This is an optimization exercise on Yosys and OpenROAD, whose aim is small area, a short achievable clock period and few clock cycles per item, not a production implementation.
For this run, only the layout was checked, not whether the RTL still works.
Power is estimated from default activity; no workload was simulated.

==> design/flow/design.v <==
module str_rebuild (
  input         clk,
  input         rst,
  input         in_valid,
  output        in_ready,
  input  [31:0] in_data,
  input  [31:0] in_mask,
  output        out_valid,
  input         out_ready,
  output [1:0]  out_n,
  output [4:0]  out_role_a,
  output [31:0] out_data_a,
  output [4:0]  out_role_b,
  output [31:0] out_data_b
);
  function [7:0] gf_mul(input [7:0] a, input [7:0] b);
    integer i;
    reg [7:0] p, t;
    begin
      p = 8'h00;
      t = a;
      for (i = 0; i < 8; i = i + 1) begin
        if (b[i]) p = p ^ t;
        t = {t[6:0], 1'b0} ^ (t[7] ? 8'h1D : 8'h00);
      end
      gf_mul = p;
    end
  endfunction
  function [7:0] alpha_pow(input [4:0] k);
    case (k)
      5'd0: alpha_pow = 8'h01;
      5'd1: alpha_pow = 8'h02;
      5'd2: alpha_pow = 8'h04;
      5'd3: alpha_pow = 8'h08;
      5'd4: alpha_pow = 8'h10;
      5'd5: alpha_pow = 8'h20;
      5'd6: alpha_pow = 8'h40;
      5'd7: alpha_pow = 8'h80;
      5'd8: alpha_pow = 8'h1D;
      5'd9: alpha_pow = 8'h3A;
      5'd10: alpha_pow = 8'h74;
      5'd11: alpha_pow = 8'hE8;
      5'd12: alpha_pow = 8'hCD;
      5'd13: alpha_pow = 8'h87;
      5'd14: alpha_pow = 8'h13;
      5'd15: alpha_pow = 8'h26;
      5'd16: alpha_pow = 8'h4C;
      5'd17: alpha_pow = 8'h98;
      5'd18: alpha_pow = 8'h2D;
      5'd19: alpha_pow = 8'h5A;
      5'd20: alpha_pow = 8'hB4;
      5'd21: alpha_pow = 8'h75;
      5'd22: alpha_pow = 8'hEA;
      5'd23: alpha_pow = 8'hC9;
      5'd24: alpha_pow = 8'h8F;
      5'd25: alpha_pow = 8'h03;
      5'd26: alpha_pow = 8'h06;
      5'd27: alpha_pow = 8'h0C;
      5'd28: alpha_pow = 8'h18;
      5'd29: alpha_pow = 8'h30;
      5'd30: alpha_pow = 8'h60;
      5'd31: alpha_pow = 8'hC0;
      default: alpha_pow = 8'h00;
    endcase
  endfunction
  function [7:0] gf_inv(input [7:0] a);
    case (a)
      8'h00: gf_inv = 8'h00;
      8'h01: gf_inv = 8'h01;
      8'h02: gf_inv = 8'h8E;
      8'h03: gf_inv = 8'hF4;
      8'h04: gf_inv = 8'h47;
      8'h05: gf_inv = 8'hA7;
      8'h06: gf_inv = 8'h7A;
      8'h07: gf_inv = 8'hBA;
      8'h08: gf_inv = 8'hAD;
      8'h09: gf_inv = 8'h9D;
      8'h0A: gf_inv = 8'hDD;
      8'h0B: gf_inv = 8'h98;
      8'h0C: gf_inv = 8'h3D;
      8'h0D: gf_inv = 8'hAA;
      8'h0E: gf_inv = 8'h5D;
      8'h0F: gf_inv = 8'h96;
      8'h10: gf_inv = 8'hD8;
      8'h11: gf_inv = 8'h72;
      8'h12: gf_inv = 8'hC0;
      8'h13: gf_inv = 8'h58;
      8'h14: gf_inv = 8'hE0;
      8'h15: gf_inv = 8'h3E;
      8'h16: gf_inv = 8'h4C;
      8'h17: gf_inv = 8'h66;
      8'h18: gf_inv = 8'h90;
      8'h19: gf_inv = 8'hDE;
      8'h1A: gf_inv = 8'h55;
      8'h1B: gf_inv = 8'h80;
      8'h1C: gf_inv = 8'hA0;
      8'h1D: gf_inv = 8'h83;
      8'h1E: gf_inv = 8'h4B;
      8'h1F: gf_inv = 8'h2A;
      8'h20: gf_inv = 8'h6C;
      8'h21: gf_inv = 8'hED;
      8'h22: gf_inv = 8'h39;
      8'h23: gf_inv = 8'h51;
      8'h24: gf_inv = 8'h60;
      8'h25: gf_inv = 8'h56;
      8'h26: gf_inv = 8'h2C;
      8'h27: gf_inv = 8'h8A;
      8'h28: gf_inv = 8'h70;
      8'h29: gf_inv = 8'hD0;
      8'h2A: gf_inv = 8'h1F;
      8'h2B: gf_inv = 8'h4A;
      8'h2C: gf_inv = 8'h26;
      8'h2D: gf_inv = 8'h8B;
      8'h2E: gf_inv = 8'h33;
      8'h2F: gf_inv = 8'h6E;
      8'h30: gf_inv = 8'h48;
      8'h31: gf_inv = 8'h89;
      8'h32: gf_inv = 8'h6F;
      8'h33: gf_inv = 8'h2E;
      8'h34: gf_inv = 8'hA4;
      8'h35: gf_inv = 8'hC3;
      8'h36: gf_inv = 8'h40;
      8'h37: gf_inv = 8'h5E;
      8'h38: gf_inv = 8'h50;
      8'h39: gf_inv = 8'h22;
      8'h3A: gf_inv = 8'hCF;
      8'h3B: gf_inv = 8'hA9;
      8'h3C: gf_inv = 8'hAB;
      8'h3D: gf_inv = 8'h0C;
      8'h3E: gf_inv = 8'h15;
      8'h3F: gf_inv = 8'hE1;
      8'h40: gf_inv = 8'h36;
      8'h41: gf_inv = 8'h5F;
      8'h42: gf_inv = 8'hF8;
      8'h43: gf_inv = 8'hD5;
      8'h44: gf_inv = 8'h92;
      8'h45: gf_inv = 8'h4E;
      8'h46: gf_inv = 8'hA6;
      8'h47: gf_inv = 8'h04;
      8'h48: gf_inv = 8'h30;
      8'h49: gf_inv = 8'h88;
      8'h4A: gf_inv = 8'h2B;
      8'h4B: gf_inv = 8'h1E;
      8'h4C: gf_inv = 8'h16;
      8'h4D: gf_inv = 8'h67;
      8'h4E: gf_inv = 8'h45;
      8'h4F: gf_inv = 8'h93;
      8'h50: gf_inv = 8'h38;
      8'h51: gf_inv = 8'h23;
      8'h52: gf_inv = 8'h68;
      8'h53: gf_inv = 8'h8C;
      8'h54: gf_inv = 8'h81;
      8'h55: gf_inv = 8'h1A;
      8'h56: gf_inv = 8'h25;
      8'h57: gf_inv = 8'h61;
      8'h58: gf_inv = 8'h13;
      8'h59: gf_inv = 8'hC1;
      8'h5A: gf_inv = 8'hCB;
      8'h5B: gf_inv = 8'h63;
      8'h5C: gf_inv = 8'h97;
      8'h5D: gf_inv = 8'h0E;
      8'h5E: gf_inv = 8'h37;
      8'h5F: gf_inv = 8'h41;
      8'h60: gf_inv = 8'h24;
      8'h61: gf_inv = 8'h57;
      8'h62: gf_inv = 8'hCA;
      8'h63: gf_inv = 8'h5B;
      8'h64: gf_inv = 8'hB9;
      8'h65: gf_inv = 8'hC4;
      8'h66: gf_inv = 8'h17;
      8'h67: gf_inv = 8'h4D;
      8'h68: gf_inv = 8'h52;
      8'h69: gf_inv = 8'h8D;
      8'h6A: gf_inv = 8'hEF;
      8'h6B: gf_inv = 8'hB3;
      8'h6C: gf_inv = 8'h20;
      8'h6D: gf_inv = 8'hEC;
      8'h6E: gf_inv = 8'h2F;
      8'h6F: gf_inv = 8'h32;
      8'h70: gf_inv = 8'h28;
      8'h71: gf_inv = 8'hD1;
      8'h72: gf_inv = 8'h11;
      8'h73: gf_inv = 8'hD9;
      8'h74: gf_inv = 8'hE9;
      8'h75: gf_inv = 8'hFB;
      8'h76: gf_inv = 8'hDA;
      8'h77: gf_inv = 8'h79;
      8'h78: gf_inv = 8'hDB;
      8'h79: gf_inv = 8'h77;
      8'h7A: gf_inv = 8'h06;
      8'h7B: gf_inv = 8'hBB;
      8'h7C: gf_inv = 8'h84;
      8'h7D: gf_inv = 8'hCD;
      8'h7E: gf_inv = 8'hFE;
      8'h7F: gf_inv = 8'hFC;
      8'h80: gf_inv = 8'h1B;
      8'h81: gf_inv = 8'h54;
      8'h82: gf_inv = 8'hA1;
      8'h83: gf_inv = 8'h1D;
      8'h84: gf_inv = 8'h7C;
      8'h85: gf_inv = 8'hCC;
      8'h86: gf_inv = 8'hE4;
      8'h87: gf_inv = 8'hB0;
      8'h88: gf_inv = 8'h49;
      8'h89: gf_inv = 8'h31;
      8'h8A: gf_inv = 8'h27;
      8'h8B: gf_inv = 8'h2D;
      8'h8C: gf_inv = 8'h53;
      8'h8D: gf_inv = 8'h69;
      8'h8E: gf_inv = 8'h02;
      8'h8F: gf_inv = 8'hF5;
      8'h90: gf_inv = 8'h18;
      8'h91: gf_inv = 8'hDF;
      8'h92: gf_inv = 8'h44;
      8'h93: gf_inv = 8'h4F;
      8'h94: gf_inv = 8'h9B;
      8'h95: gf_inv = 8'hBC;
      8'h96: gf_inv = 8'h0F;
      8'h97: gf_inv = 8'h5C;
      8'h98: gf_inv = 8'h0B;
      8'h99: gf_inv = 8'hDC;
      8'h9A: gf_inv = 8'hBD;
      8'h9B: gf_inv = 8'h94;
      8'h9C: gf_inv = 8'hAC;
      8'h9D: gf_inv = 8'h09;
      8'h9E: gf_inv = 8'hC7;
      8'h9F: gf_inv = 8'hA2;
      8'hA0: gf_inv = 8'h1C;
      8'hA1: gf_inv = 8'h82;
      8'hA2: gf_inv = 8'h9F;
      8'hA3: gf_inv = 8'hC6;
      8'hA4: gf_inv = 8'h34;
      8'hA5: gf_inv = 8'hC2;
      8'hA6: gf_inv = 8'h46;
      8'hA7: gf_inv = 8'h05;
      8'hA8: gf_inv = 8'hCE;
      8'hA9: gf_inv = 8'h3B;
      8'hAA: gf_inv = 8'h0D;
      8'hAB: gf_inv = 8'h3C;
      8'hAC: gf_inv = 8'h9C;
      8'hAD: gf_inv = 8'h08;
      8'hAE: gf_inv = 8'hBE;
      8'hAF: gf_inv = 8'hB7;
      8'hB0: gf_inv = 8'h87;
      8'hB1: gf_inv = 8'hE5;
      8'hB2: gf_inv = 8'hEE;
      8'hB3: gf_inv = 8'h6B;
      8'hB4: gf_inv = 8'hEB;
      8'hB5: gf_inv = 8'hF2;
      8'hB6: gf_inv = 8'hBF;
      8'hB7: gf_inv = 8'hAF;
      8'hB8: gf_inv = 8'hC5;
      8'hB9: gf_inv = 8'h64;
      8'hBA: gf_inv = 8'h07;
      8'hBB: gf_inv = 8'h7B;
      8'hBC: gf_inv = 8'h95;
      8'hBD: gf_inv = 8'h9A;
      8'hBE: gf_inv = 8'hAE;
      8'hBF: gf_inv = 8'hB6;
      8'hC0: gf_inv = 8'h12;
      8'hC1: gf_inv = 8'h59;
      8'hC2: gf_inv = 8'hA5;
      8'hC3: gf_inv = 8'h35;
      8'hC4: gf_inv = 8'h65;
      8'hC5: gf_inv = 8'hB8;
      8'hC6: gf_inv = 8'hA3;
      8'hC7: gf_inv = 8'h9E;
      8'hC8: gf_inv = 8'hD2;
      8'hC9: gf_inv = 8'hF7;
      8'hCA: gf_inv = 8'h62;
      8'hCB: gf_inv = 8'h5A;
      8'hCC: gf_inv = 8'h85;
      8'hCD: gf_inv = 8'h7D;
      8'hCE: gf_inv = 8'hA8;
      8'hCF: gf_inv = 8'h3A;
      8'hD0: gf_inv = 8'h29;
      8'hD1: gf_inv = 8'h71;
      8'hD2: gf_inv = 8'hC8;
      8'hD3: gf_inv = 8'hF6;
      8'hD4: gf_inv = 8'hF9;
      8'hD5: gf_inv = 8'h43;
      8'hD6: gf_inv = 8'hD7;
      8'hD7: gf_inv = 8'hD6;
      8'hD8: gf_inv = 8'h10;
      8'hD9: gf_inv = 8'h73;
      8'hDA: gf_inv = 8'h76;
      8'hDB: gf_inv = 8'h78;
      8'hDC: gf_inv = 8'h99;
      8'hDD: gf_inv = 8'h0A;
      8'hDE: gf_inv = 8'h19;
      8'hDF: gf_inv = 8'h91;
      8'hE0: gf_inv = 8'h14;
      8'hE1: gf_inv = 8'h3F;
      8'hE2: gf_inv = 8'hE6;
      8'hE3: gf_inv = 8'hF0;
      8'hE4: gf_inv = 8'h86;
      8'hE5: gf_inv = 8'hB1;
      8'hE6: gf_inv = 8'hE2;
      8'hE7: gf_inv = 8'hF1;
      8'hE8: gf_inv = 8'hFA;
      8'hE9: gf_inv = 8'h74;
      8'hEA: gf_inv = 8'hF3;
      8'hEB: gf_inv = 8'hB4;
      8'hEC: gf_inv = 8'h6D;
      8'hED: gf_inv = 8'h21;
      8'hEE: gf_inv = 8'hB2;
      8'hEF: gf_inv = 8'h6A;
      8'hF0: gf_inv = 8'hE3;
      8'hF1: gf_inv = 8'hE7;
      8'hF2: gf_inv = 8'hB5;
      8'hF3: gf_inv = 8'hEA;
      8'hF4: gf_inv = 8'h03;
      8'hF5: gf_inv = 8'h8F;
      8'hF6: gf_inv = 8'hD3;
      8'hF7: gf_inv = 8'hC9;
      8'hF8: gf_inv = 8'h42;
      8'hF9: gf_inv = 8'hD4;
      8'hFA: gf_inv = 8'hE8;
      8'hFB: gf_inv = 8'h75;
      8'hFC: gf_inv = 8'h7F;
      8'hFD: gf_inv = 8'hFF;
      8'hFE: gf_inv = 8'h7E;
      8'hFF: gf_inv = 8'hFD;
      default: gf_inv = 8'h00;
    endcase
  endfunction
  localparam S_COLLECT = 2'd0;
  localparam S_COEF    = 2'd1;
  localparam S_SOLVE   = 2'd2;
  localparam S_OUT     = 2'd3;
  reg [1:0]  state;
  reg [4:0]  role;
  reg [31:0] mask_r;
  wire       accept    = in_valid && in_ready;
  wire [31:0] cur_mask = (role == 5'd0) ? in_mask : mask_r;
  wire       cur_erased = cur_mask[role];
  assign in_ready  = (state == S_COLLECT);
  assign out_valid = (state == S_OUT);
  always @(posedge clk) begin
    if (rst) begin
      state <= S_COLLECT;
      role  <= 5'd0;
    end else begin
      case (state)
        S_COLLECT: if (accept) begin
          role <= role + 5'd1;
          if (role == 5'd31) state <= S_COEF;
        end
        S_COEF:  state <= S_SOLVE;
        S_SOLVE: state <= S_OUT;
        S_OUT:   if (out_ready) state <= S_COLLECT;
      endcase
    end
  end
  always @(posedge clk) begin
    if (accept && role == 5'd0) mask_r <= in_mask;
  end
  reg [31:0] ps, qs;
  reg [31:0] p_term, q_term;
  integer b;
  always @(*) begin
    for (b = 0; b < 4; b = b + 1) begin
      p_term[8*b +: 8] = 8'h00;
      q_term[8*b +: 8] = 8'h00;
      if (!cur_erased) begin
        if (role < 5'd30) begin
          p_term[8*b +: 8] = in_data[8*b +: 8];
          q_term[8*b +: 8] = gf_mul(alpha_pow(role), in_data[8*b +: 8]);
        end else if (role == 5'd30) begin
          p_term[8*b +: 8] = in_data[8*b +: 8];
        end else begin
          q_term[8*b +: 8] = in_data[8*b +: 8];
        end
      end
    end
  end
  always @(posedge clk) begin
    if (accept) begin
      if (role == 5'd0) begin
        ps <= p_term;
        qs <= q_term;
      end else begin
        ps <= ps ^ p_term;
        qs <= qs ^ q_term;
      end
    end
  end
  reg [1:0] ecount;    
  reg [4:0] pos_x, pos_y;
  always @(posedge clk) begin
    if (accept) begin
      if (role == 5'd0) begin
        ecount <= cur_erased ? 2'd1 : 2'd0;
        pos_x  <= 5'd0;
        pos_y  <= 5'd0;
      end else if (cur_erased) begin
        if (ecount == 2'd0) pos_x <= role;
        if (ecount == 2'd1) pos_y <= role;
        if (ecount != 2'd3) ecount <= ecount + 2'd1;
      end
    end
  end
  reg [1:0] n_r;
  reg [4:0] x_r, y_r;
  reg [7:0] ax_r, ay_r, inv_x_r, inv_xy_r;
  always @(posedge clk) begin
    if (state == S_COEF) begin
      n_r      <= ecount;
      x_r      <= pos_x;
      y_r      <= pos_y;
      ax_r     <= alpha_pow(pos_x);
      ay_r     <= alpha_pow(pos_y);
      inv_x_r  <= gf_inv(alpha_pow(pos_x));
      inv_xy_r <= gf_inv(alpha_pow(pos_x) ^ alpha_pow(pos_y));
    end
  end
  reg [31:0] va, vb;
  reg [7:0]  ps_b, qs_b, dx;
  always @(*) begin
    va = 32'h0;
    vb = 32'h0;
    for (b = 0; b < 4; b = b + 1) begin
      ps_b = ps[8*b +: 8];
      qs_b = qs[8*b +: 8];
      dx   = 8'h00;
      if (n_r == 2'd1) begin
        if (x_r == 5'd31) va[8*b +: 8] = qs_b;
        else              va[8*b +: 8] = ps_b;
      end else if (n_r == 2'd2) begin
        if (x_r == 5'd30) begin
          va[8*b +: 8] = ps_b;
          vb[8*b +: 8] = qs_b;
        end else if (y_r == 5'd31) begin
          dx = ps_b;
          va[8*b +: 8] = dx;
          vb[8*b +: 8] = qs_b ^ gf_mul(ax_r, dx);
        end else if (y_r == 5'd30) begin
          dx = gf_mul(inv_x_r, qs_b);
          va[8*b +: 8] = dx;
          vb[8*b +: 8] = ps_b ^ dx;
        end else begin
          dx = gf_mul(inv_xy_r, qs_b ^ gf_mul(ay_r, ps_b));
          va[8*b +: 8] = dx;
          vb[8*b +: 8] = ps_b ^ dx;
        end
      end
    end
  end
  reg [1:0]  on_r;
  reg [4:0]  ora_r, orb_r;
  reg [31:0] oda_r, odb_r;
  always @(posedge clk) begin
    if (state == S_SOLVE) begin
      on_r  <= n_r;
      ora_r <= (n_r == 2'd1 || n_r == 2'd2) ? x_r : 5'd0;
      orb_r <= (n_r == 2'd2) ? y_r : 5'd0;
      oda_r <= va;
      odb_r <= vb;
    end
  end
  assign out_n      = on_r;
  assign out_role_a = ora_r;
  assign out_data_a = oda_r;
  assign out_role_b = orb_r;
  assign out_data_b = odb_r;
endmodule
==> design/flow/run.sh <==
#!/bin/bash
# synth_recipe.tcl (not shown) runs the flow's synth.tcl, then flattens the netlist and writes it again
# the make line also repeats each setting of config.mk as NAME=value (left out here)
make -C /OpenROAD-flow-scripts/flow DESIGN_CONFIG=/design/flow/config.mk WORK_HOME=/design/flow/orfs CLKGATE_MAP_FILE= SYNTH_SCRIPT=/design/flow/synth_recipe.tcl finish
==> design/flow/config.mk <==
export PLATFORM = sky130hd
export DESIGN_NAME = str_rebuild
export DESIGN_NICKNAME = str_rebuild
export VERILOG_FILES = /design/flow/design.v
export SDC_FILE = /design/flow/constraint.sdc
export NUM_CORES = 4
export LEC_CHECK = 0
export CAP_MARGIN = 20
export CORE_MARGIN = 2
export CORE_UTILIZATION = 30
export PLACE_DENSITY = 0.5
export SLEW_MARGIN = 20
==> design/flow/constraint.sdc <==
create_clock -name core_clock -period 8.0 [get_ports {clk}]
set_input_delay 1.6000 -clock core_clock [delete_from_list [all_inputs] [get_ports {clk}]]
set_output_delay 1.6000 -clock core_clock [all_outputs]
set_load 0.01 [all_outputs]
==> summary.md <==
| Metric | Value |
|---|---|
| Die height | `376 um` |
| CTS clk-pin slew, worst paths | `roughly 70 ps` |
| Multi-input gate area | `0.0318 mm2` |
| Synth cell count leaders | `nand2_1, xnor2_1, clkbuf_1, o21ai_0, a21oi_1` |
| Critical Path Sink Type | `flip-flop` |
| Crit path max fanout | `16` |
| Synth area leaders | `xnor2_1, edfxtp_1, nand2_1` |
| Leakage dissipation | `roughly 0.016 uW` |
| First-pass GRT wire length | `around 270000 um` |
| Register bit count reported by yosys | `~260` |
| Vias/cell | `about 5.7` |
| Crit path DAT | `6190 ps` |
| Synthesized instance count | `5822` |
| Final nets | `around 5.7k` |
| Initial Utilization | `a little under a third` |
| Largest net degree at the start of global routing | `72` |
| Final hold vios | `0` |
| Clk root buf | `clkbuf_16` |
| Final-report setup violation count | `0` |
| CTS tree | `yes` |
| Hold buffers post-CTS | `0` |
| Unrepaired setup endpoints after global routing | `no` |
| Vias in the first global route | `just under 40k` |
| Post-synthesis area per instance | `approximately 7.1 um2` |
| Number of fill cells | `14.6k` |
| Mapped cell area | `around 0.042 mm2` |
| Num CTS Buffers | `35` |
| Clk Latency, worst-skew pair | `600 ps` |
| Total wire length | `~190000 um` |
| Io pins | `roughly 150` |
| Initial antenna violation count | `6` |
| Tot GR Track Use | `approximately a quarter` |
| Sequential area share after synthesis | `between 10% and 20%` |
| Slew @ Worst Pin | `around 1200 ps` |
| Final worst slack | `between 2000 and 2500 ps` |
| Worst vdd ir | `between 0.0002 and 0.0003 V` |
| # DRC | `0` |
| Routed vias | `roughly 42k` |
| Rows | `about 140` |
| Pre-CTS setup slack | `roughly 2300 ps` |
| Top-area cell type share of the netlist area | `a little under a fifth` |
| Design area | `0.0457 mm2` |
| Ys async rst share | `0%` |
| Finished Core Util | `33.2%` |
| CTS H-tree lvls | `2` |
| Worst Path Required | `about 8500 ps` |
| Slew headroom | `a little under a quarter` |
| Final Max Slew Viols | `0` |
| Distinct cell type count after synthesis | `95` |
| Die X | `roughly 380 um` |
| Synth-to-Final Area Change | `9.80%` |
| Storage element area | `between 0.007 and 0.008 mm2` |
| WS Path Type | `flip-flop to flip-flop` |
| Clock Path Buffers | `3` |
| Synth Flop Type | `edfxtp_1` |
| Post-CTS setup buffer count | `0` |
| Pre-antenna DRT Iters | `6` |
| Crit share post-route | `a little under three quarters` |
| Ys Warns | `1` |
| Grt ovf | `0` |
| 1st-iter DRT viols | `5696` |
| Routability Congestion | `about 0.97` |
| Core area | `between 0.1 and 0.15 mm2` |
| DP Area | `0.0445 mm2` |
| Final TNS setup | `0 ps` |
| Tot Pwr | `around 17000 uW` |
| Crit path launch type | `flip-flop` |
| Cell Pwr Density | `around 360 mW/mm2` |
| IO buf count | `about 150` |
| DP Wirelength | `129000 um` |
| Share of cells above drive strength 1 | `6.82%` |
| Highest clock rate | `175 MHz` |
| Die area | `roughly 0.14 mm2` |
| Average wire per standard cell | `between 20 and 30 um` |
| Cell taking the most area after synthesis | `xnor2_1` |
| Clock skew | `~35 ps` |
| Max Cap Violations | `0` |
| EDFF count, synth | `between 200 and 250` |
| Post_cts resized | `0` |
| Hold/Removal Path Class | `flip-flop to flip-flop` |
| Count leader, synth | `nand2_1` |
| Status | `no timing/DRC/antenna violations` |
| Antenna-violating nets left | `0` |
| Min Tclk post-route | `5710 ps` |
| Syn_nets | `5960` |
| Clk sinks | `about 260` |
cell type report:
type | instances | area share [%]
tap | 1794 | 4.92
sequential | 259 | 16.4
clock inverter | 24 | 0.589
timing repair buffer | 308 | 5.89
inverter | 75 | 0.617
clock buffer | 40 | 1.96
antenna | 3 | 0.0164
multi-input combinational | 4921 | 69.6
cells by family (layout without fill, tap and decap cells):
logic type	after synthesis	count (layout)	synth area share (%)
and+or+nand+nor	2076	2076	20.3
DFF	259	259	18.0
adders and majority gates	70	70	2.11
xor gates and xnor gates	1234	1234	27.9
AOI/OAI and AO/OA	1390	1390	21.1
muxes	151	151	4.40
buffers and inverters	642	447	6.13
other	0	3	0
sequential cells by signal, indices dropped and copies added (netlist names), 32 cells and up, named ones only:
register and flops:
mask_r 32, oda_r 32, odb_r 32, ps 32
qs 32
metrics by stage:
| stage | hold WS, ps | std cells |
|---|---|---|
| global placement | 535 | 7355 |
| global route | 578 | 7424 |
| floorplan | 424 | 5822 |
| CTS | 539 | 7420 |
| finish | 537 | 7424 |
| detailed placement | 525 | 7356 |
placed cells by master, fill, tap and decap left out, types with 28 or more instances in the layout:
cell and n:
o211ai_1 70, clkdlybuf4s50_1 145, inv_1 65, o22ai_1 59, mux2i_1 69, mux2_2 62, a211oi_1 71, o221ai_1 39
nand2_1 1401, ha_1 68, a22oi_1 99, clkbuf_16 35, o21ai_1 28, xnor3_1 37, o21ai_0 367, nand3_1 75
xor2_1 269, nor2b_1 33, a21oi_1 364, buf_4 161, nor3_1 65, a311oi_1 30, a31oi_1 47, xnor2_1 887
edfxtp_1 228, nor2_1 352, nand2b_1 62
worst max-delay path, cell delays in order (launching register included):
cell and delay [ps]:
dfxtp_1 530, inv_1 340, ha_1 210, nor3b_2 520, buf_4 300, mux2_2 350
mux4_2 500, mux2_2 280, o22ai_1 260, o31ai_4 110, and3_1 360, o31ai_2 720
inv_1 230, ha_1 310, nand2_1 100, a21boi_0 200, o221a_2 220, nor2_1 40
worst paths after layout:
kind | from | end | slack (ps) | depth (start not counted)
min reg2reg | state[0]$_SDFFE_PP0P_ | state[0]$_SDFFE_PP0P_ | 540 | 2
max reg2reg | role[1]$_SDFFE_PP0P_ | flip-flop | 2290 | 17
min | state[0]$_SDFFE_PP0P_ | state[0]$_SDFFE_PP0P_ | 540 | 2
max | role[1]$_SDFFE_PP0P_ | flip-flop | 2290 | 17
metal layers:
layer | vias to the layer above | wire (um) | global-route usage [%]
met5 | - | 41 | 0
met4 | 6 | 9070 | 10.9
met3 | 393 | 16500 | 3.49
met2 | 2247 | 81300 | 39.3
met1 | 20300 | 79800 | 35.3
li1 | 19400 | - | -
report_power, final:
part,switching [uW],internal (uW)
Sequential,353,1730
Combinational,8100,4660
Clock,742,923

[what the ideal ports hide]
The flow's constraints put no driver on any port. The routed layout listed below was extracted and timed again, unchanged, in two steps. Step 1: set_driving_cell puts a clkbuf_16 on clk and a buf_2 on each other input, an assumption about the parent block. Step 2, shift: input delay + t, output delay - t, t = (earliest + latest rising clock arrival at the registers) / 2. This alone moves slack from input paths to output paths. Slacks: no drivers / after step 1 / after step 2; pairs: no drivers / after step 1.
t (ns): 0.659
setup WS [ns]: 2.292 / 2.292 / 2.234
worst hold slack (ns): 0.537 / 0.537 / 0.537
latest minus earliest clock arrival (ns): 0.035 / 0.035
worst slew at a driven data input, ns: 0.13
After both steps this run still meets setup and hold. The setup slack of this run moves by 0.000 ns with the drivers and by -0.058 ns with both steps.
